This is an optimization exercise on Yosys and OpenROAD, whose aim is small area and a short achievable clock period, not a production implementation.
Only the layout flow was run in this run; the RTL was not checked for function there.
No activity file was given, so power comes from the tool's default toggle rates.

<file path="flow/standard.sh">
#!/bin/bash
# synth_recipe.tcl (not shown) runs the flow's synth.tcl, then flattens the netlist and writes it again
# the make line also repeats each setting of config.mk as NAME=value (left out here)
make -C /OpenROAD-flow-scripts/flow DESIGN_CONFIG=/design/flow/config.mk WORK_HOME=/design/flow/orfs CLKGATE_MAP_FILE= SYNTH_SCRIPT=/design/flow/synth_recipe.tcl "${@:-finish}"
</file>
<file path="flow/constraint.sdc">
create_clock -name core_clock -period 26.0 [get_ports {clk}]
set_input_delay 5.2000 -clock core_clock [delete_from_list [all_inputs] [get_ports {clk}]]
set_output_delay 5.2000 -clock core_clock [all_outputs]
set_load 0.01 [all_outputs]
</file>
<file path="flow/config.mk">
export PLATFORM = sky130hd
export DESIGN_NAME = la_writeback
export DESIGN_NICKNAME = la_writeback
export VERILOG_FILES = /design/flow/design.v
export SDC_FILE = /design/flow/constraint.sdc
export NUM_CORES = 4
export LEC_CHECK = 0
export CAP_MARGIN = 20
export CELL_PAD_IN_SITES_DETAIL_PLACEMENT = 1
export CELL_PAD_IN_SITES_GLOBAL_PLACEMENT = 2
export CORE_MARGIN = 2
export CORE_UTILIZATION = 20
export GPL_ROUTABILITY_DRIVEN = 1
export SLEW_MARGIN = 20
</file>
<file path="flow/design.v">
module la_wb_pos #(
    parameter HI = 1
) (
    input  wire [127:0] x,
    output wire [6:0]   pos,
    output wire         nz
);
    wire [127:0] vl [0:7];
    wire [895:0] pl [0:7];
    assign vl[0] = x;
    assign pl[0] = 896'd0;
    genvar k, j;
    generate
        for (k = 0; k < 7; k = k + 1) begin : lvl
            for (j = 0; j < (128 >> (k + 1)); j = j + 1) begin : node
                wire vh = vl[k][2*j+1];
                wire vo = vl[k][2*j];
                wire [6:0] ph = pl[k][(2*j+1)*7 +: 7];
                wire [6:0] po = pl[k][(2*j)*7 +: 7];
                assign vl[k+1][j] = vh | vo;
                if (HI) begin : hi
                    assign pl[k+1][j*7 +: 7] = vh ? (ph | (7'd1 << k)) : po;
                end else begin : lo
                    assign pl[k+1][j*7 +: 7] = vo ? po : (ph | (7'd1 << k));
                end
            end
            assign vl[k+1][127:(128 >> (k + 1))] = 0;
            assign pl[k+1][895:(128 >> (k + 1))*7] = 0;
        end
    endgenerate
    assign pos = pl[7][6:0];
    assign nz  = vl[7][0];
endmodule
module la_writeback (
    input  wire         clk,
    input  wire         rst,
    input  wire         in_valid,
    input  wire [1:0]   in_cls,      
    input  wire         in_sat,      
    input  wire [127:0] in_v,        
    input  wire [9:0]   in_g,        
    input  wire [7:0]   in_oshift,   
    input  wire [3:0]   in_dfmt,     
    input  wire [1:0]   in_rnd,      
    input  wire         in_ovf,      
    input  wire [31:0]  in_r,        
    output reg          out_valid,
    output reg  [31:0]  out_d,
    output reg  [2:0]   out_flags    
);
    localparam F_FP32 = 3'd0;
    localparam F_BF16 = 3'd1;
    localparam F_FP16 = 3'd2;
    localparam F_E4M3 = 3'd3;
    localparam F_E5M2 = 3'd4;
    localparam F_INT  = 3'd5;
    reg         s0_valid;
    reg [1:0]   s0_cls;
    reg         s0_sat;
    reg [127:0] s0_v;
    reg [9:0]   s0_g;
    reg [7:0]   s0_osh;
    reg [3:0]   s0_dfmt;
    reg [1:0]   s0_rnd;
    reg         s0_ovf;
    reg [31:0]  s0_r;
    always @(posedge clk) begin
        if (rst)
            s0_valid <= 1'b0;
        else
            s0_valid <= in_valid;
        s0_cls  <= in_cls;
        s0_sat  <= in_sat;
        s0_v    <= in_v;
        s0_g    <= in_g;
        s0_osh  <= in_oshift;
        s0_dfmt <= in_dfmt;
        s0_rnd  <= in_rnd;
        s0_ovf  <= in_ovf;
        s0_r    <= in_r;
    end
    reg  [2:0] fa;           
    reg  [4:0] ta;           
    reg  [7:0] biasa;
    reg  [8:0] eflim;        
    always @(*) begin
        case (s0_dfmt)
            4'h1:    begin fa = F_BF16; ta = 5'd7;  biasa = 8'd127; eflim = 9'd255; end
            4'h2:    begin fa = F_FP16; ta = 5'd10; biasa = 8'd15;  eflim = 9'd31;  end
            4'h3:    begin fa = F_E4M3; ta = 5'd3;  biasa = 8'd7;   eflim = 9'd16;  end
            4'h4:    begin fa = F_E5M2; ta = 5'd2;  biasa = 8'd15;  eflim = 9'd31;  end
            4'h9:    begin fa = F_INT;  ta = 5'd0;  biasa = 8'd0;   eflim = 9'd0;   end
            default: begin fa = F_FP32; ta = 5'd23; biasa = 8'd127; eflim = 9'd255; end
        endcase
    end
    wire ia = (fa == F_INT);
    wire         nega = s0_v[127];
    wire [127:0] ua   = s0_v ^ {128{nega}};      
    wire [6:0] pu, tz;
    wire       u_nz, v_nz;
    la_wb_pos #(.HI(1)) u_lead  (.x(ua), .pos(pu), .nz(u_nz));
    la_wb_pos #(.HI(0)) u_trail (.x(s0_v), .pos(tz), .nz(v_nz));
    wire signed [12:0] e_x  = {{3{s0_g[9]}}, s0_g} + {{5{s0_osh[7]}}, s0_osh};
    wire signed [12:0] kfl  = 13'sd1 - $signed({5'd0, biasa}) - e_x;    
    wire signed [12:0] kint = 13'sd32 - e_x;                            
    wire signed [12:0] khg  = $signed({4'd0, eflim}) - $signed({5'd0, biasa}) - e_x;
    wire signed [12:0] ebs  = e_x + $signed({5'd0, biasa});
    wire               nrm  = $signed({6'd0, pu}) >= kfl;
    wire               m1   = nega & ~u_nz;    
    wire [7:0] a_s   = (kfl > 13'sd192) ? 8'd192 : kfl[7:0];
    wire [7:0] a_int = (kint < 13'sd0) ? 8'd0 : (kint > 13'sd192) ? 8'd192 : kint[7:0];
    wire [7:0] a1    = ia ? a_int : (nrm ? {1'b0, pu} : a_s);
    wire hga = ia ? ($signed({6'd0, pu}) >= kint) :
               (nrm && (m1 ? (khg < 13'sd0) : ($signed({6'd0, pu}) >= khg)));
    reg         sa_valid;
    reg [127:0] sa_u;
    reg [7:0]   sa_a1;
    reg [6:0]   sa_tz;
    reg [6:0]   sa_pu;
    reg [7:0]   sa_ebs;
    reg         sa_m1;
    reg         sa_nrm;
    reg         sa_hg;
    reg [2:0]   sa_f;
    reg [1:0]   sa_cls;
    reg         sa_sat;
    reg         sa_zero;
    reg         sa_neg;
    reg [1:0]   sa_rnd;
    reg         sa_ovf;
    reg [31:0]  sa_r;
    always @(posedge clk) begin
        if (rst)
            sa_valid <= 1'b0;
        else
            sa_valid <= s0_valid;
        sa_u    <= ua;
        sa_a1   <= a1;
        sa_tz   <= tz;
        sa_pu   <= pu;
        sa_ebs  <= ebs[7:0];
        sa_m1   <= m1;
        sa_nrm  <= nrm;
        sa_hg   <= hga;
        sa_f    <= fa;
        sa_cls  <= s0_cls;
        sa_sat  <= s0_sat;
        sa_zero <= ~v_nz;
        sa_neg  <= nega;
        sa_rnd  <= s0_rnd;
        sa_ovf  <= s0_ovf;
        sa_r    <= s0_r;
    end
    wire [191:0] x0 = {sa_u, {64{sa_neg}}};
    wire [191:0] x1 = sa_a1[7] ? {128'd0, x0[191:128]} : x0;
    wire [157:0] x2 = sa_a1[6] ? x1[191:64] : x1[157:0];
    wire [125:0] x3 = sa_a1[5] ? x2[157:32] : x2[125:0];
    wire [109:0] x4 = sa_a1[4] ? x3[125:16] : x3[109:0];
    wire [101:0] x5 = sa_a1[3] ? x4[109:8]  : x4[101:0];
    wire [97:0]  x6 = sa_a1[2] ? x5[101:4]  : x5[97:0];
    wire [95:0]  x7 = sa_a1[1] ? x6[97:2]   : x6[95:0];
    wire [93:0]  z  = sa_a1[0] ? x7[94:1]   : x7[93:0];
    reg  [63:0]  y;
    reg  [4:0]   a2;
    always @(*) begin
        case (sa_f)
            F_BF16:  begin y = z[88:25]; a2 = 5'd25; end
            F_FP16:  begin y = z[85:22]; a2 = 5'd22; end
            F_E4M3:  begin y = z[92:29]; a2 = 5'd29; end
            F_E5M2:  begin y = z[93:30]; a2 = 5'd30; end
            F_INT:   begin y = z[63:0];  a2 = 5'd0;  end
            default: begin y = z[72:9];  a2 = 5'd9;  end
        endcase
    end
    wire [8:0] sa_a = {1'b0, sa_a1} + {4'd0, a2};
    wire [7:0] efa   = {1'b0, sa_pu} + sa_ebs - {7'd0, sa_m1};
    wire [7:0] sa_ef = sa_nrm ? efa : 8'd0;
    wire [31:0] kept = y[63:32];
    wire [31:0] frac = y[31:0];
    wire [8:0] tz9  = {2'd0, sa_tz};
    wire       cw   = sa_neg & ({1'b0, tz9} + 10'd64 >= {1'b0, sa_a});
    wire       stk  = ({1'b0, tz9} + 10'd33) < {1'b0, sa_a};
    wire       inx  = ({1'b0, tz9} + 10'd32) < {1'b0, sa_a};
    wire       f31  = &frac[30:0];
    wire       cy   = cw & f31 & frac[31];       
    wire       rbit = frac[31] ^ (cw & f31);
    wire       lsb  = y[32] ^ cy;
    wire [32:0] srd = {1'b0, frac} - {1'b0, sa_r} + {32'd0, cw};
    wire        srup = ~srd[32] & (srd[31:0] != 32'd0) & ~cy;
    reg up;
    always @(*) begin
        case (sa_rnd)
            2'd1:    up = 1'b0;
            2'd2:    up = srup;
            default: up = rbit & (stk | lsb);
        endcase
    end
    wire ibb = (sa_f == F_INT);
    reg [31:0] base;
    reg        eqb, gtb;     
    always @(*) begin
        case (sa_f)
            F_BF16: begin
                base = {17'd0, sa_ef, y[38:32]};
                eqb  = (sa_ef == 8'd254) && (&y[38:32]);
                gtb  = 1'b0;
            end
            F_FP16: begin
                base = {17'd0, sa_ef[4:0], y[41:32]};
                eqb  = (sa_ef[4:0] == 5'd30) && (&y[41:32]);
                gtb  = 1'b0;
            end
            F_E4M3: begin
                base = {25'd0, sa_ef[3:0], y[34:32]};
                eqb  = (sa_ef[3:0] == 4'd15) && (y[34:32] == 3'b110);
                gtb  = (sa_ef[3:0] == 4'd15) && (y[34:32] == 3'b111);
            end
            F_E5M2: begin
                base = {25'd0, sa_ef[4:0], y[33:32]};
                eqb  = (sa_ef[4:0] == 5'd30) && (&y[33:32]);
                gtb  = 1'b0;
            end
            F_INT: begin
                base = kept ^ {32{sa_neg}};
                eqb  = 1'b0;
                gtb  = 1'b0;
            end
            default: begin
                base = {1'b0, sa_ef, y[54:32]};
                eqb  = (sa_ef == 8'd254) && (&y[54:32]);
                gtb  = 1'b0;
            end
        endcase
    end
    reg         sb_valid;
    reg [31:0]  sb_base;
    reg         sb_up, sb_cy, sb_rbit, sb_inx, sb_eqb, sb_gtb;
    reg         sb_k31, sb_kall, sb_kany;
    reg         sb_hg;
    reg [2:0]   sb_f;
    reg [1:0]   sb_cls;
    reg         sb_sat;
    reg         sb_zero;
    reg         sb_neg;
    reg [1:0]   sb_rnd;
    reg         sb_ovf;
    always @(posedge clk) begin
        if (rst)
            sb_valid <= 1'b0;
        else
            sb_valid <= sa_valid;
        sb_base <= base;
        sb_up   <= up | cy;
        sb_cy   <= cy;
        sb_rbit <= rbit;
        sb_inx  <= inx;
        sb_eqb  <= eqb;
        sb_gtb  <= gtb;
        sb_k31  <= kept[31];
        sb_kall <= &kept[30:0];
        sb_kany <= |kept[30:0];
        sb_hg   <= sa_hg;
        sb_f    <= sa_f;
        sb_cls  <= sa_cls;
        sb_sat  <= sa_sat;
        sb_zero <= sa_zero;
        sb_neg  <= sa_neg;
        sb_rnd  <= sa_rnd;
        sb_ovf  <= sa_ovf;
    end
    wire ib = (sb_f == F_INT);
    wire [31:0] rsum = sb_base + {31'd0, sb_up ^ (ib & sb_neg)};
    wire fp_ovf = sb_hg || sb_gtb || (sb_eqb && sb_up) ||
                  (!sb_cy && (sb_rnd == 2'd1) && sb_eqb && sb_inx) ||
                  (!sb_cy && (sb_rnd == 2'd0) && sb_eqb && sb_rbit && !sb_up);
    wire int_ovf = sb_hg ||
                   (!sb_neg && (sb_k31 || (sb_kall && sb_up))) ||
                   ( sb_neg && sb_k31 && (sb_kany || sb_up));
    reg        has_inf;
    reg [31:0] sign_bit, big_bits, inf_bits, nan_bits;
    always @(*) begin
        has_inf = 1'b1;
        case (sb_f)
            F_BF16: begin sign_bit = 32'h0000_8000; big_bits = 32'h0000_7F7F; inf_bits = 32'h0000_7F80; nan_bits = 32'h0000_7FC0; end
            F_FP16: begin sign_bit = 32'h0000_8000; big_bits = 32'h0000_7BFF; inf_bits = 32'h0000_7C00; nan_bits = 32'h0000_7E00; end
            F_E4M3: begin sign_bit = 32'h0000_0080; big_bits = 32'h0000_007E; inf_bits = 32'h0000_007F; nan_bits = 32'h0000_007F; has_inf = 1'b0; end
            F_E5M2: begin sign_bit = 32'h0000_0080; big_bits = 32'h0000_007B; inf_bits = 32'h0000_007C; nan_bits = 32'h0000_007E; end
            F_INT:  begin sign_bit = 32'h8000_0000; big_bits = 32'h7FFF_FFFF; inf_bits = 32'h7FFF_FFFF; nan_bits = 32'h8000_0000; end
            default: begin sign_bit = 32'h8000_0000; big_bits = 32'h7F7F_FFFF; inf_bits = 32'h7F80_0000; nan_bits = 32'h7FC0_0000; end
        endcase
    end
    wire        x_neg     = (sb_cls == 2'd0) ? sb_neg : (sb_cls == 2'd3);
    wire [31:0] sgn       = x_neg ? sign_bit : 32'd0;
    wire [31:0] int_clamp = x_neg ? 32'h8000_0000 : 32'h7FFF_FFFF;
    reg [31:0] d;
    reg [2:0]  flags;
    always @(*) begin
        d     = 32'd0;
        flags = 3'b000;
        if (sb_cls == 2'd1) begin
            d     = nan_bits;
            flags = ib ? 3'b110 : 3'b100;
        end else if (sb_sat) begin
            d     = ib ? int_clamp : (sgn | big_bits);
            flags = 3'b001;
        end else if (sb_cls != 2'd0) begin
            if (ib) begin
                d     = int_clamp;
                flags = 3'b010;
            end else if (sb_ovf) begin
                d     = sgn | big_bits;
                flags = 3'b001;
            end else if (has_inf) begin
                d     = sgn | inf_bits;
                flags = 3'b000;
            end else begin
                d     = nan_bits;
                flags = 3'b110;
            end
        end else if (sb_zero) begin
            d     = 32'd0;
            flags = 3'b000;
        end else if (ib) begin
            d     = int_ovf ? int_clamp : rsum;
            flags = {2'b00, int_ovf};
        end else if (fp_ovf) begin
            if (has_inf && (sb_rnd != 2'd1) && !sb_ovf)
                d = sgn | inf_bits;
            else
                d = sgn | big_bits;
            flags = 3'b001;
        end else begin
            d     = sgn | rsum;
            flags = 3'b000;
        end
    end
    always @(posedge clk) begin
        if (rst)
            out_valid <= 1'b0;
        else
            out_valid <= sb_valid;
        out_d     <= d;
        out_flags <= flags;
    end
endmodule
</file>
<file path="flow/flow/run.sh">
#!/bin/bash
set -euo pipefail
bash standard.sh \
    SETUP_SLACK_MARGIN=19.7 \
    "BUFFER_PORTS_ARGS=-buffer_cell sky130_fd_sc_hd__buf_1" \
    finish > flow.log 2>&1
</file>
==> run notes <==
logic make-up after synthesis:
kind of cell,synth area share (%)
AOI/OAI and AO/OA,29.3
xor gates and xnor gates,5.10
adders and majority gates,5.66
buffers and inverters,5.71
DFF,24.1
muxes,12.0
other,0.00933
and+or+nand+nor,18.2
through the flow:
step / setup WS (ns) / util [%] / cell area (um2) / total power [uW]
after floorplan: 19.05 / - / 40400 / 3010
after global placement: 16.08 / 22.1 / 44100 / 4430
after detailed placement: 16.65 / 22.1 / 44100 / 4430
after CTS: 18.43 / 23.7 / 47400 / 5400
after global routing: 18.33 / 24.1 / 48200 / 5810
final: 18.52 / 24.1 / 48200 / 5620
flip-flops by register name, summed over array words and instances (netlist names), 2 cells and up:
signal     cells
s0_r          32
sa_u         127
sb_cls         2
s0_dfmt        4
sb_rnd         2
sb_f           3
s0_g          10
s0_v         128
sb_base       32
sa_cls         2
s0_cls         2
s0_rnd         2
sa_ebs         8
s0_osh         8
sa_tz          7
out_flags      3
out_d         32
sa_rnd         2
sa_f           3
sa_a1          8
sa_pu          7
sa_r          32
cell usage in the layout (no fill, tap or decap), types with 28 or more instances in the layout:
master / Yosys / final
nor3_1: 118 / 112
and2_1: 37 / 37
o21bai_1: 47 / 47
nand4_1: 46 / 46
nor4_1: 45 / 41
clkbuf_16: 0 / 60
dfxtp_1: 483 / 451
buf_1: 57 / 190
a22oi_1: 88 / 84
mux2i_2: 2 / 33
xor2_1: 132 / 129
mux2i_1: 186 / 151
nand2_1: 377 / 371
a21o_1: 71 / 71
nor2_1: 415 / 404
o21ai_0: 255 / 244
mux4_2: 72 / 72
xnor2_1: 102 / 100
nor2b_1: 84 / 81
o22ai_1: 120 / 104
a32oi_1: 32 / 32
nand3_1: 107 / 104
buf_4: 18 / 156
nand2b_1: 66 / 65
a21oi_1: 296 / 287
a31oi_1: 58 / 56
a221oi_1: 67 / 61
o221ai_1: 85 / 76
a22o_1: 32 / 32
a211oi_1: 64 / 58
ha_1: 169 / 166
mux2_2: 110 / 110
o21a_1: 31 / 31
and3_1: 41 / 41
buf_6: 13 / 28
o211ai_1: 70 / 70
inv_1: 203 / 199
worst paths after layout:
kind	startpoint	to	slack, ns	cells after the start
worst min register to register	s0_r[17]	sa_r[17]	0.32	0
worst min-delay path	s0_r[17]	sa_r[17]	0.32	0
worst max register to register	sa_a1[5]	sb_up	18.52	26
worst max-delay path	sa_a1[5]	sb_up	18.52	26
repair_timing:
action,CTS,global route
buffers inserted,38,27
pin swaps,22,21
gates resized for setup,214,105
hold endpoints to repair,0,0
cloned,4,4
endpoints found under the setup margin,51,46
power breakdown:
part           switching (uW)  leakage [uW]  internal [uW]  total [uW]
sequential                131       0.00407            831         961
clock                     346      0.000920            452         798
combinational            2590        0.0133           1270        3860
layout make-up:
class,count,area (um2)
clock buffers,75,1570
clock inverters,30,318
flip-flops and latches,483,9730
well taps,2656,3320
diodes,1,2.50
fillers,23600,151000
repair buffers,430,3160
inverters,213,823
multi-input cells,3942,29300
critical path, delay by kind of cell (launching register included):
family,cells,cell delay (ns)
AO/OA/AOI/OAI,11,3.39
buffers and inverters,3,0.93
AND/OR/NAND/NOR,10,1.80
adder cells (fa/ha/maj),2,0.72
flip-flops,1,0.48
per-layer routing:
layer,up-vias,GRT usage [%]
met5,-,0
met2,2437,35.2
li1,19200,-
met3,530,4.26
met4,4,10.7
met1,22400,31.0
==> results.cfg <==
[global_route]
grt_max_degree = 87
overflow = 0
grt_antenna_before_repair = 11
groute.usage.overall_pct = 23.0
grt_pass1_vias = 43700
grt_first_pass_wirelength_um = 343000

[synthesis]
ys_top_cells_by_area = dfxtp_1, ha_1, mux2i_1, mux4_2, nor2_1
ys_ff_latch = 483
syn_area_um2 = 40200
avgSynthCellArea_um2 = 8.10
async_flop_share_pct = 0
synth_edf_count = 0
synth_most_common_cell = dfxtp_1
ys_top_cells_by_count = dfxtp_1, nor2_1, nand2_1
yosys_warnings = 3
yosysTopAreaCellShare_pct = 24.1
synth_ff_type = dfxtp_1
yosysTopAreaCell = dfxtp_1
synthDistinctLibCells = 112
synth_cells = 4960
seq_area_frac_synth_pct = 24.1

[finish]
layout-drive-gt1-share_pct = 15.5
nets = 5493
syn_to_final_growth_pct = 20.0
layoutNonFillerInstCount = 7830

[routing]
drt-pass1-iter-count = 6
wl_um = 245000
wl_met1_um = 105000
highest_layer = met5
avgViaCountPerCell = 5.69
ant_nets = 0
wl_per_cell_um = 31.3
met3_length_um = 21000
drcViolationCount = 0
dr_total_vias = 44500
drt_iter0_drc = 5084
met2_length_um = 106000

[floorplan]
num_rows = 164
dieArea_um2 = 205000
fp.coreArea_um2 = 200000
die_x_um = 452
initial_core_util_pct = 20.1
die_y_um = 452
ioPinCount = 227

[sta]
finalSetupTns_ns = 0
fin_crit_ns = 7.48
fin_skew_ns = 0.0371
hold_violations = 0
fmax_mhz = 134
worst_pin_slew_ns = 1.16
maxSlewHeadroom_pct = 22.3
rsz0062_at_grt = yes
slew_viol_final = 0
setup_viol = 0
finalCritPeriodShare_pct = 28.8
finalHoldWorstSlack_ns = 0.319

[critical_path]
cpMaxStageDelayCell = o221a_2
critical_path.max_fanout = 40
cp_data_arrival_time_ns = 8.06
max_stage_delay_ns = 0.57
cp_common_cell = nand4_1
crit_path_end_kind = register
start_kind = register
required_ns = 26.58
worstSetupPathType = register to register

[clock_network]
path_clk_slew_ns = 0.06
cts_tree = built
cts.path.max_buffers = 3
numCtsBuffers = 56
cts_root_buf = clkbuf_16
clock_latency_ns = 0.71
cts_max_level = 2
cts.sinks = 483
holdBufCountCts = 0

[place]
place_hpwl_um = 190000
place_congestion = 1.05
dp_cells = 7651
port_buffers = 226

[power]
powerDensity_nw_per_um2 = 117
power_leakage_uw = 0.0183
irDropWorstVdd_v = 0.0000581

[run]
cap_violations = 0

[min_path]
hold_path_class = register to register

[run_status]
status = no timing/DRC/antenna violations

==> re-timing with driven ports <==
No port has a modelled driver above. Below, the same layout with a new extraction and two added sets of constraints.
Step 1 assumes that a clkbuf_16 drives the clock port and a buf_2 every other input.
Step 2 moves the port delays by t, midway between the first and last clock arrival at a register: inputs arrive t later, outputs are due t later. That takes back most of the time a late clock gives input paths.
Slacks: ideal ports / drivers / drivers and shift; pairs: ideal ports / drivers.
shift t [ns]: 0.774
slack for setup (ns): 18.521 / 18.521 / 18.521
hold WS [ns]: 0.319 / 0.319 / 0.319
worst data-port slew with drivers (ns): 0.12
After both steps this run still meets setup and hold. For this run, drivers alone change the setup slack by 0.000 ns; drivers and shift together by 0.000 ns.
